Context: an optimization exercise on an open-source flow, tuned for small area, a short achievable clock period and few clock cycles per item. The choices shown serve that exercise and are no tape-out recipe.
Function was checked by simulation only, so behaviour that the tests miss may differ from the original.
No activity file was given, so power comes from the tool's default toggle rates.

==> inputs of 02-21 <==
==> flow/design.v <==
module bsenc_lzc (
    input  wire [22:0] mf,
    output reg  [4:0]  lz
);
    integer i;
    always @(*) begin
        lz = 5'd23;
        for (i = 0; i < 23; i = i + 1)
            if (mf[i]) lz = 5'd22 - i[4:0];
    end
endmodule
module bsenc_comp (
    input  wire [31:0] x,
    input  wire [4:0]  lz,
    input  wire        f8,       
    output wire [16:0] c
);
    wire [7:0]  ef = x[30:23];
    wire [22:0] mf = x[22:0];
    wire        norm = (ef != 8'd0);
    wire        zero = !norm && (lz == 5'd23);
    wire [22:0] nf   = mf << lz;             
    wire [22:0] fr   = norm ? mf : {nf[21:0], 1'b0};
    wire [8:0]  e9   = norm ? ({1'b0, ef} + 9'd32) :
                       zero ? 9'd0 : (9'd32 - {4'd0, lz});
    wire [16:0] cf   = {x[31], e9[7:0], fr[22:19], 2'b00, e9[8], |fr[18:0]};
    wire        tiny = !norm && (lz > 5'd1);
    wire [7:0]  e8   = norm ? (ef + 8'd1) : {7'd0, !lz[0]};
    wire [16:0] ci   = tiny ? {x[31], 16'd0} : {x[31], e8, fr[22:16], |fr[15:0]};
    assign c = f8 ? cf : ci;
endmodule
module bsenc_align (
    input  wire [16:0] c,
    input  wire [8:0]  sb,
    input  wire        f8,       
    input  wire        rm,       
    input  wire        zero,     
    output wire        sgn,
    output wire [6:0]  kept,
    output wire        g,
    output wire        st,
    output wire [3:0]  te6
);
    wire [8:0]  e  = {f8 && c[1], c[15:8]};
    wire [7:0]  sg = {1'b1, c[7:2], c[1] && !f8};
    wire [9:0]  rr = {1'b0, sb} - {1'b0, e};     
    wire        big = !rr[9] && ((rr[8:4] != 5'd0) || (rr[3:0] > 4'd9));
    wire        lo  = rr[9] || (rr[8:2] == 7'd0);
    wire [15:0] s1  = {sg, 8'd0} >> rr[3:0];
    wire [15:0] s4  = {4'd0, sg, 4'd0};
    wire [15:0] w   = (f8 && lo) ? s4 : s1;
    assign sgn  = c[16];
    assign kept = (big || zero) ? 7'd0 : w[14:8];
    assign g    = (big || zero || rm) ? 1'b0 : w[7];
    assign st   = big || (|w[6:0]) || c[0];
    wire [3:0] t = 4'd4 - rr[3:0];
    assign te6  = (f8 && lo && !zero) ? t : 4'd0;
endmodule
module bsenc_round (
    input  wire        sgn,
    input  wire [6:0]  kept,
    input  wire        g,
    input  wire        st,
    input  wire [3:0]  te6,
    input  wire [1:0]  fmt,
    output reg  [7:0]  code,
    output reg         of
);
    wire       rup = g && (st || kept[0]);      
    wire [7:0] v   = ({1'b0, kept} ^ {8{sgn}}) + {7'd0, sgn ^ rup};
    wire [4:0] n   = {1'b0, kept[3:0]} + {4'd0, rup};
    wire [7:0] fm  = {1'b0, te6, 3'b000} + {3'd0, n};
    always @(*) begin
        code = 8'd0;
        of   = 1'b0;
        begin
            case (fmt)
                2'd0: begin
                    of   = (kept[2:0] == 3'd7) && rup;
                    code = of ? (sgn ? 8'h09 : 8'h07) : {4'd0, v[3:0]};
                end
                2'd1: begin
                    of   = (kept == 7'd127) && rup;
                    code = of ? (sgn ? 8'h81 : 8'h7F) : v;
                end
                default: begin
                    of   = (fm >= 8'd127);
                    code = of ? {sgn, 7'h7E} : (fm == 8'd0) ? 8'h00 : {sgn, fm[6:0]};
                end
            endcase
        end
    end
endmodule
module bs_encoder (
    input  wire         clk,
    input  wire         rst,         
    input  wire         in_valid,
    output wire         in_ready,
    input  wire [31:0]  in_data,     
    input  wire [1:0]   in_fmt,      
    input  wire         in_rm,       
    output wire         out_valid,
    input  wire         out_ready,
    output wire [7:0]   out_scale,
    output wire [255:0] out_data,
    output wire         out_of
);
    reg         in_ready_q;      
    reg         in_busy_q;       
    reg         i_v;             
    reg [31:0]  i_d;
    reg [1:0]   i_fmt;
    reg         i_rm;
    reg [543:0] ring;            
    reg [4:0]   ph;              
    reg         ob_v;            
    reg [4:0]   c;               
    reg [4:0]   k;               
    reg         pk;              
    reg         pc;              
    reg         cnek;            
    reg         k31;             
    reg         k0;              
    reg         c31;             
    reg         frz;             
    reg [7:0]   rmax;            
    reg         rnz;             
    reg         rsp;             
    reg [8:0]   sb;              
    reg         spblk;           
    reg [1:0]   fblk;
    reg         rblk;
    reg         a_v;             
    reg         a_nz;            
    reg         a_sgn;
    reg [6:0]   a_kept;
    reg         a_g, a_st;
    reg [3:0]   a_te6;
    reg [1:0]   a_fmt;
    reg         k_v;             
    reg [7:0]   k_code;
    reg         k_of;
    reg         k_m4;
    reg         ov_p;            
    reg         ov_n_q;          
    reg [255:0] od;
    reg [7:0]   oscale;
    reg         oof;
    assign in_ready  = in_ready_q;
    assign out_valid = ov_p;
    assign out_data  = od;
    assign out_scale = oscale;
    assign out_of    = oof;
    wire in_fire = in_valid && !in_busy_q;
    wire ov      = !ov_n_q;
    wire freeze  = frz;          
    wire conv    = ob_v && pc && !freeze;
    wire resync  = !ob_v && k0;
    wire ins     = i_v && (resync || (pk && (!ob_v || cnek || conv)));
    wire done_in = ins && k31;
    wire [16:0] cin;
    wire [4:0] i_lz;
    bsenc_lzc u_lzc (.mf(i_d[22:0]), .lz(i_lz));
    bsenc_comp u_comp (.x(i_d), .lz(i_lz), .f8(i_fmt == 2'd2), .c(cin));
    wire [16:0] q31 = ring[543:527];
    wire [7:0] ief = i_d[30:23];
    reg  [7:0] kk;               
    reg  [8:0] ck;               
    reg  [8:0] cc;               
    always @(*) begin
        case (i_fmt)
            2'd0:    begin kk = 8'd2; ck = 9'd6;  cc = 9'd8;  end
            2'd1:    begin kk = 8'd6; ck = 9'd2;  cc = 9'd8;  end
            default: begin kk = 8'd8; ck = 9'd22; cc = 9'd30; end
        endcase
    end
    wire       gt     = k0 || (ief > rmax);
    wire [7:0] mx     = gt ? ief : rmax;
    wire [8:0] f_e    = (ief > kk) ? ({1'b0, ief} + ck) : cc;
    wire [8:0] f_r    = (rmax > kk) ? ({1'b0, rmax} + ck) : cc;
    wire [8:0] cand   = gt ? f_e : f_r;
    wire       nz     = (!k0 && rnz) || (i_d[30:0] != 31'd0);
    wire       sp     = (!k0 && rsp) || (ief == 8'hFF);
    wire [8:0] sb_new = nz ? cand : (9'd127 + cc);
    wire [8:0] s_blk  = sb - ((fblk == 2'd2) ? 9'd30 : 9'd8);
    wire       al_sgn, al_g, al_st;
    wire [6:0] al_kept;
    wire [3:0] al_te6;
    bsenc_align u_align (
        .c(q31), .sb(sb), .f8(fblk == 2'd2), .rm(rblk), .zero(spblk),
        .sgn(al_sgn), .kept(al_kept), .g(al_g), .st(al_st), .te6(al_te6)
    );
    wire [7:0] code;
    wire       cof;
    bsenc_round u_round (
        .sgn(a_sgn), .kept(a_kept), .g(a_g), .st(a_st), .te6(a_te6),
        .fmt(a_fmt), .code(code), .of(cof)
    );
    wire a_m4 = (a_fmt == 2'd0);
    wire a0   = (c == 5'd1);                              
    wire kw   = k_v && !ov;                               
    wire bw   = a_nz && !ov;                              
    wire       anz_n   = freeze ? a_nz : (conv && c != 5'd0);
    wire       ov_n    = ov ? !out_ready : (bw && c == 5'd0);
    wire       iv_n    = (i_v && !ins) || in_fire;
    wire [4:0] ph_n    = (ins && resync) ? 5'd1 : ph + 5'd1;
    wire       obv_n   = done_in || (ob_v && !(conv && c31));
    wire [4:0] c_n     = done_in ? 5'd0 : conv ? c + 5'd1 : c;
    wire [4:0] k_n     = done_in ? 5'd0 : ins ? k + 5'd1 : k;
    wire       frz_n   = ov_n && anz_n;
    wire [4:0] ph1     = ph + 5'd1;
    wire       pc_n    = conv || done_in || (ph1 == c);
    wire       pk_n    = ins || (ph1 == k);
    wire       c1nek   = (c + 5'd1 != k);
    wire       cnek1   = (c != k + 5'd1);
    wire       cnek_n  = !done_in && ((conv && !ins) ? c1nek : (!conv && ins) ? cnek1 : cnek);
    wire       k0_n    = done_in || (k0 && !ins);
    wire       conv_n  = obv_n && pc_n && !frz_n;
    wire       rsy_n   = !obv_n && k0_n;
    wire       ins_n   = rsy_n || (pk_n && (!obv_n || cnek_n || conv_n));
    wire       ready_n = !iv_n || ins_n;
    always @(posedge clk) begin
        ring <= {ring[526:0], ins ? cin : q31};
        if (!in_busy_q) begin
            i_d   <= in_data;
            i_fmt <= in_fmt;
            i_rm  <= in_rm;
        end
        if (ins) begin
            rmax <= mx;
            rnz  <= nz;
            rsp  <= sp;
        end
        if (done_in) begin
            sb    <= sb_new;
            spblk <= sp;
            fblk  <= i_fmt;
            rblk  <= i_rm;
        end
        if (!freeze) begin
            a_sgn  <= al_sgn;
            a_kept <= al_kept;
            a_g    <= al_g;
            a_st   <= al_st;
            a_te6  <= al_te6;
            a_fmt  <= fblk;
        end
        if (conv && c31)
            oscale <= spblk ? 8'hFF : s_blk[7:0];
        if (a_v && a0) begin
            k_code <= code;
            k_of   <= cof;
            k_m4   <= a_m4;
        end
        if (kw)
            oof <= k_of || (bw && cof);
        else if (bw)
            oof <= oof || cof;
    end
    always @(posedge clk) begin
        if (rst) begin
            in_ready_q <= 1'b1;
            in_busy_q  <= 1'b0;
            i_v        <= 1'b0;
            ph         <= 5'd0;
            ob_v       <= 1'b0;
            c          <= 5'd0;
            k          <= 5'd0;
            a_v        <= 1'b0;
            a_nz       <= 1'b0;
            frz        <= 1'b0;
            pk         <= 1'b1;
            pc         <= 1'b1;
            cnek       <= 1'b0;
            k31        <= 1'b0;
            k0         <= 1'b1;
            c31        <= 1'b0;
            k_v        <= 1'b0;
            ov_n_q     <= 1'b1;
            ov_p       <= 1'b0;
        end else begin
            in_ready_q <= ready_n;
            in_busy_q  <= !ready_n;
            i_v        <= iv_n;
            ph         <= ph_n;
            ob_v       <= obv_n;
            c          <= c_n;
            k          <= k_n;
            a_v        <= conv || (a_v && freeze);
            a_nz       <= anz_n;
            frz        <= frz_n;
            pk         <= pk_n;
            pc         <= pc_n;
            cnek       <= cnek_n;
            k31        <= (k_n == 5'd31);
            k0         <= k0_n;
            c31        <= (c_n == 5'd31);
            k_v        <= (a_v && a0) || (k_v && !kw);
            ov_n_q     <= !ov_n;
            ov_p       <= ov_n;
        end
    end
    wire [3:0] d_lo   = code[3:0];
    wire [3:0] d_odd  = a_m4 ? code[3:0] : code[7:4];
    wire [3:0] d_hlo  = a_m4 ? 4'd0 : code[3:0];
    wire [3:0] d_hodd = a_m4 ? 4'd0 : code[7:4];
    integer j;
    always @(posedge clk) begin
        for (j = 0; j < 64; j = j + 1) begin
            if (j == 0) begin
                if (kw) od[3:0] <= k_code[3:0];
            end else if (j == 1) begin
                if (kw && !k_m4)
                    od[7:4] <= k_code[7:4];
                else if (bw && a_m4 && c == 5'd2)
                    od[7:4] <= code[3:0];
            end else if (j == 32) begin
                if (kw && k_m4)
                    od[131:128] <= 4'd0;
                else if (bw && !a_m4 && c == 5'd17)
                    od[131:128] <= code[3:0];
            end else if (j < 32) begin
                if (bw && (a_m4 ? (c == ((j + 1) & 31)) : (c == (((j >> 1) + 1) & 31))))
                    od[4*j +: 4] <= (j & 1) ? d_odd : d_lo;
            end else begin
                if (bw && (a_m4 ? (c == ((j - 31) & 31)) : (c == (((j >> 1) + 1) & 31))))
                    od[4*j +: 4] <= (j & 1) ? d_hodd : d_hlo;
            end
        end
    end
endmodule
==> flow/flow/run.sh <==
#!/bin/bash
# Standard layout, with plain buffers (not delay cells) on the ports and a
# clock tree of fewer, smaller buffers without dummy loads.
set -euo pipefail
export BUFFER_PORTS_ARGS="-buffer_cell sky130_fd_sc_hd__buf_1"
export CTS_ARGS="-sink_clustering_enable -repair_clock_nets -dont_use_dummy_load -sink_clustering_size 16 -sink_clustering_max_diameter 60 -buf_list sky130_fd_sc_hd__clkbuf_8 -root_buf sky130_fd_sc_hd__clkbuf_16"
bash standard.sh > standard.log 2>&1
==> flow/standard.sh <==
#!/bin/bash
# synth_recipe.tcl (not shown) runs the flow's synth.tcl, then flattens the netlist and writes it again
# the make line also repeats each setting of config.mk as NAME=value (left out here)
make -C /OpenROAD-flow-scripts/flow DESIGN_CONFIG=/design/flow/config.mk WORK_HOME=/design/flow/orfs CLKGATE_MAP_FILE= SYNTH_SCRIPT=/design/flow/synth_recipe.tcl "${@:-finish}"
==> flow/config.mk <==
export PLATFORM = sky130hd
export DESIGN_NAME = bs_encoder
export DESIGN_NICKNAME = bs_encoder
export VERILOG_FILES = /design/flow/design.v
export SDC_FILE = /design/flow/constraint.sdc
export NUM_CORES = 4
export LEC_CHECK = 0
export ABC_AREA = 1
export CAP_MARGIN = 20
export CORE_MARGIN = 2
export CORE_UTILIZATION = 40
export SLEW_MARGIN = 20
==> flow/constraint.sdc <==
create_clock -name core_clock -period 14.0 [get_ports {clk}]
set_input_delay 2.8000 -clock core_clock [delete_from_list [all_inputs] [get_ports {clk}]]
set_output_delay 2.8000 -clock core_clock [all_outputs]
set_load 0.01 [all_outputs]
==> 09-16 (differences from 02-21) <==
==> flow/design.v, changed modules only <==
module bs_encoder (
    input  wire         clk,
    input  wire         rst,         
    input  wire         in_valid,
    output wire         in_ready,
    input  wire [31:0]  in_data,     
    input  wire [1:0]   in_fmt,      
    input  wire         in_rm,       
    output wire         out_valid,
    input  wire         out_ready,
    output wire [7:0]   out_scale,
    output wire [255:0] out_data,
    output wire         out_of
);
    reg         in_ready_q;      
    reg         in_busy_q;       
    reg         i_v;             
    reg [31:0]  i_d;
    reg [4:0]   i_lz;            
    reg [1:0]   i_fmt;
    reg         i_rm;
    reg [543:0] ring;            
    reg [4:0]   ph;              
    reg         ob_v;            
    reg [4:0]   c;               
    reg [4:0]   k;               
    reg         pk;              
    reg         pc;              
    reg         cnek;            
    reg         frz;             
    reg [7:0]   rmax;            
    reg         rnz;             
    reg         rsp;             
    reg [8:0]   sb;              
    reg         spblk;           
    reg [1:0]   fblk;
    reg         rblk;
    reg         a_v;             
    reg         a_nz;            
    reg         a_sgn;
    reg [6:0]   a_kept;
    reg         a_g, a_st;
    reg [3:0]   a_te6;
    reg [1:0]   a_fmt;
    reg         b_v;             
    reg         b_nz;            
    reg [4:0]   b_idx;           
    reg [7:0]   b_code;
    reg         b_of;
    reg         b_m4;
    reg         k_v;             
    reg [7:0]   k_code;
    reg         k_of;
    reg         k_m4;
    reg         ov_p;            
    reg         ov_n_q;          
    reg [255:0] od;
    reg [7:0]   oscale;
    reg         oof;
    assign in_ready  = in_ready_q;
    assign out_valid = ov_p;
    assign out_data  = od;
    assign out_scale = oscale;
    assign out_of    = oof;
    wire in_fire = in_valid && !in_busy_q;
    wire ov      = !ov_n_q;
    wire freeze  = frz;          
    wire conv    = ob_v && pc && !freeze;
    wire resync  = !ob_v && (k == 5'd0);
    wire ins     = i_v && (resync || (pk && (!ob_v || cnek || conv)));
    wire done_in = ins && (k == 5'd31);
    wire [16:0] cin;
    bsenc_comp u_comp (.x(i_d), .lz(i_lz), .f8(i_fmt == 2'd2), .c(cin));
    wire [4:0] lz_in;
    bsenc_lzc u_lzc (.mf(in_data[22:0]), .lz(lz_in));
    wire [16:0] q31 = ring[543:527];
    wire [7:0] ief = i_d[30:23];
    reg  [7:0] kk;               
    reg  [8:0] ck;               
    reg  [8:0] cc;               
    always @(*) begin
        case (i_fmt)
            2'd0:    begin kk = 8'd2; ck = 9'd6;  cc = 9'd8;  end
            2'd1:    begin kk = 8'd6; ck = 9'd2;  cc = 9'd8;  end
            default: begin kk = 8'd8; ck = 9'd22; cc = 9'd30; end
        endcase
    end
    wire       gt     = (k == 5'd0) || (ief > rmax);
    wire [7:0] mx     = gt ? ief : rmax;
    wire [8:0] f_e    = (ief > kk) ? ({1'b0, ief} + ck) : cc;
    wire [8:0] f_r    = (rmax > kk) ? ({1'b0, rmax} + ck) : cc;
    wire [8:0] cand   = gt ? f_e : f_r;
    wire       nz     = (k != 5'd0 && rnz) || (i_d[30:0] != 31'd0);
    wire       sp     = (k != 5'd0 && rsp) || (ief == 8'hFF);
    wire [8:0] sb_new = nz ? cand : (9'd127 + cc);
    wire [8:0] s_blk  = sb - ((fblk == 2'd2) ? 9'd30 : 9'd8);
    wire       al_sgn, al_g, al_st;
    wire [6:0] al_kept;
    wire [3:0] al_te6;
    bsenc_align u_align (
        .c(q31), .sb(sb), .f8(fblk == 2'd2), .rm(rblk), .zero(spblk),
        .sgn(al_sgn), .kept(al_kept), .g(al_g), .st(al_st), .te6(al_te6)
    );
    wire [7:0] code;
    wire       cof;
    bsenc_round u_round (
        .sgn(a_sgn), .kept(a_kept), .g(a_g), .st(a_st), .te6(a_te6),
        .fmt(a_fmt), .code(code), .of(cof)
    );
    wire kw   = k_v && !ov;                               
    wire bw   = b_nz && !ov;                              
    wire       ov_n    = ov ? !out_ready : (bw && b_idx == 5'd31);
    wire       bnz_n   = freeze ? b_nz : a_nz;
    wire       iv_n    = (i_v && !ins) || in_fire;
    wire [4:0] ph_n    = (ins && resync) ? 5'd1 : ph + 5'd1;
    wire       obv_n   = done_in || (ob_v && !(conv && c == 5'd31));
    wire [4:0] c_n     = done_in ? 5'd0 : conv ? c + 5'd1 : c;
    wire [4:0] k_n     = done_in ? 5'd0 : ins ? k + 5'd1 : k;
    wire       frz_n   = ov_n && bnz_n;
    wire       pc_n    = (ph_n == c_n);
    wire       pk_n    = (ph_n == k_n);
    wire       cnek_n  = (c_n != k_n);
    wire       conv_n  = obv_n && pc_n && !frz_n;
    wire       rsy_n   = !obv_n && (k_n == 5'd0);
    wire       ins_n   = rsy_n || (pk_n && (!obv_n || cnek_n || conv_n));
    wire       ready_n = !iv_n || ins_n;
    always @(posedge clk) begin
        ring <= {ring[526:0], ins ? cin : q31};
        if (!in_busy_q) begin
            i_d   <= in_data;
            i_lz  <= lz_in;
            i_fmt <= in_fmt;
            i_rm  <= in_rm;
        end
        if (ins) begin
            rmax <= mx;
            rnz  <= nz;
            rsp  <= sp;
        end
        if (done_in) begin
            sb    <= sb_new;
            spblk <= sp;
            fblk  <= i_fmt;
            rblk  <= i_rm;
        end
        if (!freeze) begin
            a_sgn  <= al_sgn;
            a_kept <= al_kept;
            a_g    <= al_g;
            a_st   <= al_st;
            a_te6  <= al_te6;
            a_fmt  <= fblk;
        end
        if (conv && c == 5'd31)
            oscale <= spblk ? 8'hFF : s_blk[7:0];
        if (!freeze) begin
            b_code <= code;
            b_of   <= cof;
            b_m4   <= (a_fmt == 2'd0);
        end
        if (b_v && b_idx == 5'd0) begin
            k_code <= b_code;
            k_of   <= b_of;
            k_m4   <= b_m4;
        end
        if (kw)
            oof <= k_of || (bw && b_of);
        else if (bw)
            oof <= oof || b_of;
    end
    always @(posedge clk) begin
        if (rst) begin
            in_ready_q <= 1'b1;
            in_busy_q  <= 1'b0;
            i_v        <= 1'b0;
            ph         <= 5'd0;
            ob_v       <= 1'b0;
            c          <= 5'd0;
            k          <= 5'd0;
            a_v        <= 1'b0;
            b_v        <= 1'b0;
            b_idx      <= 5'd31;
            a_nz       <= 1'b0;
            b_nz       <= 1'b0;
            frz        <= 1'b0;
            pk         <= 1'b1;
            pc         <= 1'b1;
            cnek       <= 1'b0;
            k_v        <= 1'b0;
            ov_n_q     <= 1'b1;
            ov_p       <= 1'b0;
        end else begin
            in_ready_q <= ready_n;
            in_busy_q  <= !ready_n;
            i_v        <= iv_n;
            ph         <= ph_n;
            ob_v       <= obv_n;
            c          <= c_n;
            k          <= k_n;
            a_v        <= conv || (a_v && freeze);
            b_v        <= freeze ? b_v : a_v;
            if (!freeze && a_v)
                b_idx  <= b_idx + 5'd1;
            a_nz       <= freeze ? a_nz : (conv && c != 5'd0);
            b_nz       <= bnz_n;
            frz        <= frz_n;
            pk         <= pk_n;
            pc         <= pc_n;
            cnek       <= cnek_n;
            k_v        <= (b_v && b_idx == 5'd0) || (k_v && !kw);
            ov_n_q     <= !ov_n;
            ov_p       <= ov_n;
        end
    end
    wire [3:0] d_lo   = b_code[3:0];
    wire [3:0] d_odd  = b_m4 ? b_code[3:0] : b_code[7:4];
    wire [3:0] d_hlo  = b_m4 ? 4'd0 : b_code[3:0];
    wire [3:0] d_hodd = b_m4 ? 4'd0 : b_code[7:4];
    integer j;
    always @(posedge clk) begin
        for (j = 0; j < 64; j = j + 1) begin
            if (j == 0) begin
                if (kw) od[3:0] <= k_code[3:0];
            end else if (j == 1) begin
                if (kw && !k_m4)
                    od[7:4] <= k_code[7:4];
                else if (bw && b_m4 && b_idx == 5'd1)
                    od[7:4] <= b_code[3:0];
            end else if (j == 32) begin
                if (kw && k_m4)
                    od[131:128] <= 4'd0;
                else if (bw && !b_m4 && b_idx == 5'd16)
                    od[131:128] <= b_code[3:0];
            end else if (j < 32) begin
                if (bw && (b_m4 ? (b_idx == j) : (b_idx == (j >> 1))))
                    od[4*j +: 4] <= (j & 1) ? d_odd : d_lo;
            end else begin
                if (bw && (b_m4 ? (b_idx == j - 32) : (b_idx == (j >> 1))))
                    od[4*j +: 4] <= (j & 1) ? d_hodd : d_hlo;
            end
        end
    end
endmodule
--- a/flow/config.mk
+++ b/flow/config.mk
@@ -7,3 +7,2 @@
 export LEC_CHECK = 0
-export ABC_AREA = 1
 export CAP_MARGIN = 20
==> flow_metrics.py <==
metrics = {
    "run_status": {
        "status": "timing/DRC/antenna clean",
    },
    "routing": {
        "drt-initial-drc-count": 1184,
        "firstDrtPassIters": 5,
    },
    "place": {
        "hpwl_mm": 44.7,
        "place_ws_ns": 9.89,
    },
    "pwr": {
        "p_clk_mw": 1.29,
        "seq-power_mw": 3.01,
    },
    "layout": {
        "layout_common_cells": "dfxtp_1, edfxtp_1, buf_1",
    },
    "grt": {
        "grtUsageTotal_pct": 16.5,
    },
}
the above is filed under 02-21

==> flow_metrics.py <==
metrics = {
    "sta": {
        "relSlewSlack_pct": 23.9,
    },
    "pwr": {
        "p_clk_mw": 1.30,
        "seq-power_mw": 3.41,
    },
    "grt": {
        "grt_max_degree": 64,
        "grtUsageTotal_pct": 15.9,
        "met3_usage_pct": 3.56,
    },
    "run_status": {
        "status": "timing/DRC/antenna clean",
    },
    "synth": {
        "yosys.area_share.simple_pct": 8.18,
    },
    "min_path": {
        "worstHoldStart": "ring[225]",
    },
    "layout": {
        "multi_input_area_share_pct": 20.3,
    },
    "routing": {
        "drt-initial-drc-count": 1411,
        "firstDrtPassIters": 6,
    },
    "place": {
        "place_ws_ns": 9.73,
    },
}
the above is filed under 09-16

Testbench counts of 02-21, summed over its fixed seeds: cycles 49,432, items 1,536.
Testbench counts of 09-16, summed over its fixed seeds: cycles 49,440, items 1,536.

==> what the ideal ports hide <==
In the flow no input, the clock included, has a driving cell. The finished layouts below were timed again as built, in two steps.
Step 1: set_driving_cell puts a clkbuf_16 on clk and a buf_2 on each other input, an assumption about the parent block.
Step 2 adds t to the input delays and takes it off the output delays; t is the mean of the earliest and latest rising clock arrival at the registers after step 1. Input paths then give back, and output paths get back, about the clock's delay inside the block.
Slacks: ideal ports / drivers / drivers and shift; pairs: ideal ports / drivers.
run	t, ns	slack for setup (ns)	hold slack, ns	worst slew at a driven data input, ns	pins driven straight from the clock port
02-21	0.614	9.990 / 9.929 / 9.853	0.289 / 0.289 / 0.289	0.11	1
09-16	0.615	9.951 / 9.888 / 9.756	0.262 / 0.262 / 0.262	0.10	1
After both steps setup and hold are still met in every run listed. The setup slack of 09-16, which loses most, moves by -0.063 ns with the drivers and by -0.195 ns with both steps.
